From an optimization exercise on the open Yosys and OpenROAD flow, aimed at small area, a short achievable clock period and few clock cycles; shortcuts taken in it are not production practice. No functional check of the RTL was part of this run.

==> design/flow/design.v <==
module scn_digest (
    input  wire         clk,
    input  wire         rst,
    input  wire         in_valid,
    output wire         in_ready,
    input  wire [255:0] in_data,
    input  wire         in_last,
    output reg          out_valid,
    output wire [383:0] out_digest
);
    localparam [63:0] IV0 = 64'hcbbb9d5dc1059ed8;
    localparam [63:0] IV1 = 64'h629a292a367cd507;
    localparam [63:0] IV2 = 64'h9159015a3070dd17;
    localparam [63:0] IV3 = 64'h152fecd8f70e5939;
    localparam [63:0] IV4 = 64'h67332667ffc00b31;
    localparam [63:0] IV5 = 64'h8eb44a8768581511;
    localparam [63:0] IV6 = 64'hdb0c2e0d64f98fa7;
    localparam [63:0] IV7 = 64'h47b5481dbefa4fa4;
    function [63:0] rotr(input [63:0] x, input integer n);
        rotr = (x >> n) | (x << (64 - n));
    endfunction
    function [63:0] be_word(input [255:0] dsc, input integer k);
        integer m;
        begin
            for (m = 0; m < 8; m = m + 1)
                be_word[63 - 8 * m -: 8] = dsc[64 * k + 8 * m +: 8];
        end
    endfunction
    reg  [6:0]  r;             
    reg         idle;          
    reg         fin;           
    reg         first;         
    reg         nxt;           
    reg         ended;         
    reg         padded;        
    reg  [23:0] cnt;           
    reg  [1023:0] w;           
    reg  [63:0] a, b, c, d, e, f, g, h;
    reg  [63:0] hkw;           
    reg  [63:0] H0, H1, H2, H3, H4, H5, H6, H7;
    reg  r77, r78, r79, slot, k3;
    wire tail = r77 | r78 | r79;
    wire pad_slot = ended & ~(r78 & fin);
    assign in_ready = slot & ~pad_slot;
    wire opt_take = r78 & fin & ~idle;
    wire take = in_ready & in_valid;
    wire adv  = ~(in_ready & ~in_valid & ~opt_take);
    wire [63:0] S0  = rotr(a, 28) ^ rotr(a, 34) ^ rotr(a, 39);
    wire [63:0] S1  = rotr(e, 14) ^ rotr(e, 18) ^ rotr(e, 41);
    wire [63:0] ch  = (e & f) ^ (~e & g);
    wire [63:0] maj = (a & b) ^ (a & c) ^ (b & c);
    wire [63:0] hs0 = first ? IV0 : H0;
    wire [63:0] hs4 = first ? IV4 : H4;
    wire [63:0] h0m = r79 ? hs0 : 64'd0;
    wire [63:0] h4m = r79 ? hs4 : 64'd0;
    wire [63:0] e_s1 = d ^ hkw ^ h4m;
    wire [63:0] e_c1 = ((d & hkw) | (d & h4m) | (hkw & h4m)) << 1;
    wire [63:0] e_s2 = e_s1 ^ e_c1 ^ S1;
    wire [63:0] e_c2 = ((e_s1 & e_c1) | (e_s1 & S1) | (e_c1 & S1)) << 1;
    wire [63:0] e_s3 = e_s2 ^ e_c2 ^ ch;
    wire [63:0] e_c3 = ((e_s2 & e_c2) | (e_s2 & ch) | (e_c2 & ch)) << 1;
    wire [63:0] e_new = e_s3 + e_c3;
    wire [63:0] a_s1 = S1 ^ ch ^ S0;
    wire [63:0] a_c1 = ((S1 & ch) | (S1 & S0) | (ch & S0)) << 1;
    wire [63:0] a_s2 = hkw ^ h0m ^ maj;
    wire [63:0] a_c2 = ((hkw & h0m) | (hkw & maj) | (h0m & maj)) << 1;
    wire [63:0] a_s3 = a_s1 ^ a_c1 ^ a_s2;
    wire [63:0] a_c3 = ((a_s1 & a_c1) | (a_s1 & a_s2) | (a_c1 & a_s2)) << 1;
    wire [63:0] a_s4 = a_s3 ^ a_c3 ^ a_c2;
    wire [63:0] a_c4 = ((a_s3 & a_c3) | (a_s3 & a_c2) | (a_c3 & a_c2)) << 1;
    wire [63:0] a_new = a_s4 + a_c4;
    wire [63:0] ha_raw = r77 ? H3 : r78 ? H2 : H1;
    wire [63:0] ha_iv  = r77 ? IV3 : r78 ? IV2 : IV1;
    wire [63:0] ha_sum = (first ? ha_iv : ha_raw) + a;
    wire [63:0] he_raw = r77 ? H7 : r78 ? H6 : H5;
    wire [63:0] he_iv  = r77 ? IV7 : r78 ? IV6 : IV5;
    wire [63:0] he_op  = first ? he_iv : he_raw;
    wire [63:0] ws1 = rotr(w[959:896], 19) ^ rotr(w[959:896], 61) ^ (w[959:896] >> 6);
    wire [63:0] ws0 = rotr(w[127:64], 1) ^ rotr(w[127:64], 8) ^ (w[127:64] >> 7);
    wire [63:0] q0 = tail ? e     : ws1;
    wire [63:0] q1 = tail ? he_op : w[639:576];
    wire [63:0] q2 = tail ? 64'd0 : ws0;
    wire [63:0] q3 = tail ? 64'd0 : w[63:0];
    wire [63:0] q_s1 = q0 ^ q1 ^ q2;
    wire [63:0] q_c1 = ((q0 & q1) | (q0 & q2) | (q1 & q2)) << 1;
    wire [63:0] q_s2 = q_s1 ^ q_c1 ^ q3;
    wire [63:0] q_c2 = ((q_s1 & q_c1) | (q_s1 & q3) | (q_c1 & q3)) << 1;
    wire [63:0] wn = q_s2 + q_c2;
    reg  [63:0] k_nx;
    reg  [63:0] k_rom;         
    always @(*) begin
        case (r)
            7'd0: k_rom = 64'hb5c0fbcfec4d3b2f;
            7'd1: k_rom = 64'he9b5dba58189dbbc;
            7'd2: k_rom = 64'h3956c25bf348b538;
            7'd3: k_rom = 64'h59f111f1b605d019;
            7'd4: k_rom = 64'h923f82a4af194f9b;
            7'd5: k_rom = 64'hab1c5ed5da6d8118;
            7'd6: k_rom = 64'hd807aa98a3030242;
            7'd7: k_rom = 64'h12835b0145706fbe;
            7'd8: k_rom = 64'h243185be4ee4b28c;
            7'd9: k_rom = 64'h550c7dc3d5ffb4e2;
            7'd10: k_rom = 64'h72be5d74f27b896f;
            7'd11: k_rom = 64'h80deb1fe3b1696b1;
            7'd12: k_rom = 64'h9bdc06a725c71235;
            7'd13: k_rom = 64'hc19bf174cf692694;
            7'd14: k_rom = 64'he49b69c19ef14ad2;
            7'd15: k_rom = 64'hefbe4786384f25e3;
            7'd16: k_rom = 64'h0fc19dc68b8cd5b5;
            7'd17: k_rom = 64'h240ca1cc77ac9c65;
            7'd18: k_rom = 64'h2de92c6f592b0275;
            7'd19: k_rom = 64'h4a7484aa6ea6e483;
            7'd20: k_rom = 64'h5cb0a9dcbd41fbd4;
            7'd21: k_rom = 64'h76f988da831153b5;
            7'd22: k_rom = 64'h983e5152ee66dfab;
            7'd23: k_rom = 64'ha831c66d2db43210;
            7'd24: k_rom = 64'hb00327c898fb213f;
            7'd25: k_rom = 64'hbf597fc7beef0ee4;
            7'd26: k_rom = 64'hc6e00bf33da88fc2;
            7'd27: k_rom = 64'hd5a79147930aa725;
            7'd28: k_rom = 64'h06ca6351e003826f;
            7'd29: k_rom = 64'h142929670a0e6e70;
            7'd30: k_rom = 64'h27b70a8546d22ffc;
            7'd31: k_rom = 64'h2e1b21385c26c926;
            7'd32: k_rom = 64'h4d2c6dfc5ac42aed;
            7'd33: k_rom = 64'h53380d139d95b3df;
            7'd34: k_rom = 64'h650a73548baf63de;
            7'd35: k_rom = 64'h766a0abb3c77b2a8;
            7'd36: k_rom = 64'h81c2c92e47edaee6;
            7'd37: k_rom = 64'h92722c851482353b;
            7'd38: k_rom = 64'ha2bfe8a14cf10364;
            7'd39: k_rom = 64'ha81a664bbc423001;
            7'd40: k_rom = 64'hc24b8b70d0f89791;
            7'd41: k_rom = 64'hc76c51a30654be30;
            7'd42: k_rom = 64'hd192e819d6ef5218;
            7'd43: k_rom = 64'hd69906245565a910;
            7'd44: k_rom = 64'hf40e35855771202a;
            7'd45: k_rom = 64'h106aa07032bbd1b8;
            7'd46: k_rom = 64'h19a4c116b8d2d0c8;
            7'd47: k_rom = 64'h1e376c085141ab53;
            7'd48: k_rom = 64'h2748774cdf8eeb99;
            7'd49: k_rom = 64'h34b0bcb5e19b48a8;
            7'd50: k_rom = 64'h391c0cb3c5c95a63;
            7'd51: k_rom = 64'h4ed8aa4ae3418acb;
            7'd52: k_rom = 64'h5b9cca4f7763e373;
            7'd53: k_rom = 64'h682e6ff3d6b2b8a3;
            7'd54: k_rom = 64'h748f82ee5defb2fc;
            7'd55: k_rom = 64'h78a5636f43172f60;
            7'd56: k_rom = 64'h84c87814a1f0ab72;
            7'd57: k_rom = 64'h8cc702081a6439ec;
            7'd58: k_rom = 64'h90befffa23631e28;
            7'd59: k_rom = 64'ha4506cebde82bde9;
            7'd60: k_rom = 64'hbef9a3f7b2c67915;
            7'd61: k_rom = 64'hc67178f2e372532b;
            7'd62: k_rom = 64'hca273eceea26619c;
            7'd63: k_rom = 64'hd186b8c721c0c207;
            7'd64: k_rom = 64'heada7dd6cde0eb1e;
            7'd65: k_rom = 64'hf57d4f7fee6ed178;
            7'd66: k_rom = 64'h06f067aa72176fba;
            7'd67: k_rom = 64'h0a637dc5a2c898a6;
            7'd68: k_rom = 64'h113f9804bef90dae;
            7'd69: k_rom = 64'h1b710b35131c471b;
            7'd70: k_rom = 64'h28db77f523047d84;
            7'd71: k_rom = 64'h32caab7b40c72493;
            7'd72: k_rom = 64'h3c9ebe0a15c9bebc;
            7'd73: k_rom = 64'h431d67c49c100d4c;
            7'd74: k_rom = 64'h4cc5d4becb3e42b6;
            7'd75: k_rom = 64'h597f299cfc657e2a;
            7'd76: k_rom = 64'h5fcb6fab3ad6faec;
            7'd77: k_rom = 64'h6c44198c4a475817;
            7'd78: k_rom = 64'h428a2f98d728ae22;
            7'd79: k_rom = 64'h7137449123ef65cd;
            default: k_rom = 64'h0;
        endcase
    end
    wire [63:0] hn  = r79 ? (fin ? IV7 : H7) : g;
    wire [63:0] wnx = w[831:768];
    wire [63:0] k_s = hn ^ k_nx ^ wnx;
    wire [63:0] k_c = ((hn & k_nx) | (hn & wnx) | (k_nx & wnx)) << 1;
    wire [63:0] hkw_new = k_s + k_c;
    wire [63:0] ld0 = pad_slot ? (padded ? 64'd0 : 64'h8000000000000000) : be_word(in_data, 0);
    wire [63:0] ld1 = pad_slot ? 64'd0 : be_word(in_data, 1);
    wire [63:0] ld2 = pad_slot ? 64'd0 : be_word(in_data, 2);
    wire [63:0] ld3 = pad_slot ? (k3 ? {32'd0, cnt, 8'd0} : 64'd0) : be_word(in_data, 3);
    always @(posedge clk) begin
        if (adv) begin
            if (slot) begin
                w[767:0]    <= w[831:64];
                w[831:768]  <= ld0;
                w[895:832]  <= ld1;
                w[959:896]  <= ld2;
                w[1023:960] <= ld3;
            end else begin
                w[959:0]    <= w[1023:64];
                w[1023:960] <= wn;
            end
            hkw <= hkw_new;
            k_nx <= k_rom;
            if (r79) begin
                a <= fin ? IV0 : a_new;
                b <= fin ? IV1 : ha_sum;
                c <= fin ? IV2 : H2;
                d <= fin ? IV3 : H3;
                e <= fin ? IV4 : e_new;
                f <= fin ? IV5 : wn;
                g <= fin ? IV6 : H6;
                h <= fin ? IV7 : H7;
            end else begin
                a <= a_new; b <= a; c <= b; d <= c;
                e <= e_new; f <= e; g <= f; h <= g;
            end
            if (r77) begin H3 <= ha_sum; H7 <= wn; end
            if (r78) begin H2 <= ha_sum; H6 <= wn; end
            if (r79) begin H1 <= ha_sum; H5 <= wn; H0 <= a_new; H4 <= e_new; end
        end
    end
    always @(posedge clk) begin
        if (rst) begin
            r         <= 7'd78;
            r77       <= 1'b0;
            r78       <= 1'b1;
            r79       <= 1'b0;
            slot      <= 1'b1;
            k3        <= 1'b0;
            idle      <= 1'b1;
            fin       <= 1'b1;
            first     <= 1'b1;
            nxt       <= 1'b0;
            ended     <= 1'b0;
            padded    <= 1'b0;
            cnt       <= 24'd0;
            out_valid <= 1'b0;
        end else begin
            out_valid <= 1'b0;
            if (adv) begin
                r <= r + 7'd1;
                r77  <= (r == 7'd76);
                r78  <= (r == 7'd77) | (r79 & ~nxt);
                r79  <= r78;
                slot <= (r == 7'd77) | (r79 & ~nxt) | (r == 7'd1) | (r == 7'd5) | (r == 7'd9);
                k3   <= (r == 7'd9);
                if (take) begin
                    cnt   <= (r78 & fin) ? 24'd1 : cnt + 24'd1;
                    ended <= in_last;
                end
                if (slot & pad_slot)
                    padded <= 1'b1;
                if (r78) begin
                    nxt <= ~fin | take;
                    if (fin) begin
                        padded <= 1'b0;
                        if (!take) begin
                            cnt   <= 24'd0;
                            ended <= 1'b0;
                        end
                    end
                end
                if (k3)
                    fin <= ended;
                if (r79) begin
                    out_valid <= fin & ~idle;
                    if (nxt) begin
                        r     <= 7'd0;
                        idle  <= 1'b0;
                        first <= fin;
                        fin   <= 1'b0;
                    end else begin
                        r     <= 7'd78;
                        idle  <= 1'b1;
                    end
                end
            end
        end
    end
    genvar gi;
    generate
        for (gi = 0; gi < 8; gi = gi + 1) begin : g_dig
            assign out_digest[      8 * gi +: 8] = H0[63 - 8 * gi -: 8];
            assign out_digest[ 64 + 8 * gi +: 8] = H1[63 - 8 * gi -: 8];
            assign out_digest[128 + 8 * gi +: 8] = H2[63 - 8 * gi -: 8];
            assign out_digest[192 + 8 * gi +: 8] = H3[63 - 8 * gi -: 8];
            assign out_digest[256 + 8 * gi +: 8] = H4[63 - 8 * gi -: 8];
            assign out_digest[320 + 8 * gi +: 8] = H5[63 - 8 * gi -: 8];
        end
    endgenerate
endmodule
==> design/flow/run.sh <==
#!/bin/bash
# synth_recipe.tcl (not shown) runs the flow's synth.tcl, then flattens the netlist and writes it again
# the make line also repeats each setting of config.mk as NAME=value (left out here)
make -C /OpenROAD-flow-scripts/flow DESIGN_CONFIG=/design/flow/config.mk WORK_HOME=/design/flow/orfs CLKGATE_MAP_FILE= SYNTH_SCRIPT=/design/flow/synth_recipe.tcl finish
==> design/flow/config.mk <==
export PLATFORM = sky130hd
export DESIGN_NAME = scn_digest
export DESIGN_NICKNAME = scn_digest
export VERILOG_FILES = /design/flow/design.v
export SDC_FILE = /design/flow/constraint.sdc
export NUM_CORES = 4
export LEC_CHECK = 0
export CAP_MARGIN = 20
export CORE_MARGIN = 2
export CORE_UTILIZATION = 40
export SETUP_SLACK_MARGIN = 5
export SLEW_MARGIN = 20
export SYNTH_MEMORY_MAX_BITS = 16384
==> design/flow/constraint.sdc <==
create_clock -name core_clock -period 11.0 [get_ports {clk}]
set_input_delay 2.2000 -clock core_clock [delete_from_list [all_inputs] [get_ports {clk}]]
set_output_delay 2.2000 -clock core_clock [all_outputs]
set_load 0.01 [all_outputs]
==> impl_metrics.ini <==
[clock_network]
cts_hold_buffers = 0
max-clock-path-buffers = 4
clk_latency_ps = 970
cts_tree = done
clkSinkCount = 2155
cts_buffers = 238
clockRootBuffer = clkbuf_16
clk_pin_slew_ps = 70
cts_max_level = 4

[synth]
syn_avg_cell_area_um2 = 11.4
synthCells = 11009
synth_edf_count = 2112
synth_ff_type = edfxtp_1
synth.ff_latch_count = 2155
netlist_area_um2 = 126000
synthDistinctLibCells = 94
yosysWarningCount = 1
yosysSeqAreaShare_pct = 51.0
syn-num-nets = 12236
synthArstFlopShare_pct = 0

[drt]
dr.pass1.iters = 6
routed_wl_mm = 607
routedWlPerCell_um = 37.8
drtAntennaViolNets = 0
via_per_inst = 6.06
drc = 0
drt_iter0_markers = 13362
vias = 97326

[finish]
final_cell_mix = 2112 x edfxtp_1, 1106 x inv_1, 868 x nand2_1, 645 x clkdlybuf4s50_1, 621 x fa_1
layout_commonest_cell = edfxtp_1
final_cells = 16068
drive_gt1_share_pct = 11.5
fin_util_pct = 48.0
area_growth_pct = 19.7
fin_nets = 12911

[sta]
period_minus_slack_ps = 6030
setup_ws_ps = 4970
fin_skew_ps = 108
setup_violations = 0
maxSlewHeadroom_pct = 11.9
fmax_mhz = 166
rsz0062_at_grt = true
hold_viol_final = 0
worst_slew_pin_slew_ps = 1320
final-max-slew-violation-count = 0
setup_tns_ps = 0
min_period_over_period_pct = 54.8

[global_route]
grt_pass1_vias = 92848
grt_max_degree = 192
antenna_found_initial = 69
grt.total_usage_pct = 37.0
grt_pass1_wl_mm = 802
grt.overflow.total = 0

[critical_path]
criticalPathCategory = flip-flop to flip-flop
cp-end-kind = flip-flop
cp_data_arrival_time_ps = 6630
cp_data_required_time_ps = 11600
r2r_slack_ps = 4970
path_max_fanout = 65
cp-start-kind = flip-flop

[placement]
dp.final_hpwl_mm = 461
place.gp.congestion = 1.03
port_buffers = 645
dp.cells = 15348
pre_cts_ws_ps = 3410

[floorplanning]
core_um2 = 314000
die_area_um2 = 319000
pin_count = 646
die_w_um = 565
fp.dieH_um = 565
num_rows = 206
start_util_pct = 40.1

[worst_hold_path]
hold_class = flip-flop to flip-flop

[flow_run]
maxCapViolCount = 0

[outcome]
status = finished clean
==> sequential cells by signal (all words and copies together) (netlist names), 64 cells and up <==
signal and flops:
f 64, H6 64, w 1024, g 64
H3 64, b 64, c 64, H1 64
H7 64, H2 64, a 64, d 64
H4 64, k_nx 64, H5 64, H0 64
hkw 64, e 64
==> routing by layer <==
metal | vias up | routed length, um | track usage, %
li1 | 40339 | - | -
met1 | 50468 | 256000 | 53.0
met2 | 5552 | 257000 | 53.5
met3 | 945 | 59500 | 7.43
met4 | 22 | 33600 | 17.4
met5 | - | 307 | 0
==> final timing paths <==
check	start	endpoint	depth (start not counted)
setup reg to reg	r79	hkw[58]	18
hold reg to reg	w[482]	w[418]	0
setup / recovery	r79	hkw[58]	18
hold / removal	w[482]	w[418]	0
==> cells in the mapped netlist, types with 120 or more instances <==
library cell,count,share of area (%)
xnor2_1,613,4.3
a21oi_1,672,2.7
nand3_1,160,0.64
xor2_1,230,1.6
a21o_1,258,1.5
inv_1,1114,3.3
edfxtp_1,2112,50
ha_1,339,3.4
o22a_1,127,0.88
o2bb2ai_1,263,1.8
nor2_1,559,1.7
clkbuf_1,663,2.0
nand2_1,875,2.6
fa_1,628,10
o21ai_0,641,2.5
nand2b_1,120,0.60
==> critical path, cell delays in order, from the launching register on <==
cell      delay [ps]
dfxtp_4          430
inv_16           120
buf_4            180
buf_6            450
or3_1            200
o21ai_0          180
fa_1             540
inv_1             40
ha_1             430
and3_1           320
nand4_1          370
nor2_1           300
nand3_1          110
a21oi_1          410
nor3_4           160
o211ai_1         450
nand3_1          230
nand3b_1         200
xor2_1           540
==> stage by stage <==
step           hold slack, ps  instance area (um2)
2_1_floorplan             400               126000
3_3_place_gp              400               137000
3_5_place_dp              405               137000
4_1_cts                   357               149000
5_1_grt                   372               151000
6_report                  365               151000
==> logic make-up after synthesis <==
| kind of cell | after synthesis | share of synthesized area [%] |
|---|---|---|
| compound gates | 2739 | 14.3 |
| simple gates | 2264 | 8.20 |
| flops | 2155 | 51.0 |
| buf+inv | 1835 | 5.47 |
| fa+ha+maj | 970 | 13.4 |
| xor+xnor | 843 | 5.86 |
| mux | 203 | 1.75 |
==> final cells by class <==
cell class	instances	area (um2)
Clock buffer	304	6330
Multi-Input combinational cell	7020	57200
Clock inverter	135	1550
Fill cell	28406	163000
Sequential cell	2155	64300
Timing Repair Buffer	1151	11800
Inverter	1116	4230
Timing Repair inverter	2	17.5
Antenna cell	25	62.6
Tap cell	4160	5200
==> repair_timing <==
| item | CTS | global route |
|---|---|---|
| buffers inserted | 151 | 78 |
| pin swaps | 52 | 86 |
| cloned | 20 | 7 |
| gates resized for setup | 280 | 239 |
| setup endpoints to repair | 971 | 252 |

[port drivers added, routing unchanged]
The results above use ideal ports. As a check the final layout listed here was re-extracted and re-timed, cells and wires unchanged. Step 1 sets driving cells, clkbuf_16 on the clock port and buf_2 on the other inputs (assumed; they add their load-dependent delay and slew). Step 2 times the ports against the registers' clock, not the clock port: input delays grow and output delays shrink by t, the midpoint of the rising clock arrivals with the driver on. a / b / c = ideal / step 1 / step 2; a / b = the first two.
t, ns: 1.042
slack for setup (ns): 4.971 / 4.971 / 4.168
hold WS [ns]: 0.365 / 0.365 / 0.365
worst setup path at the end: input to register
worst slew at a driven data input, ns: 0.15
After both steps this run still meets setup and hold. For this run, drivers alone change the setup slack by 0.000 ns; drivers and shift together by -0.803 ns.
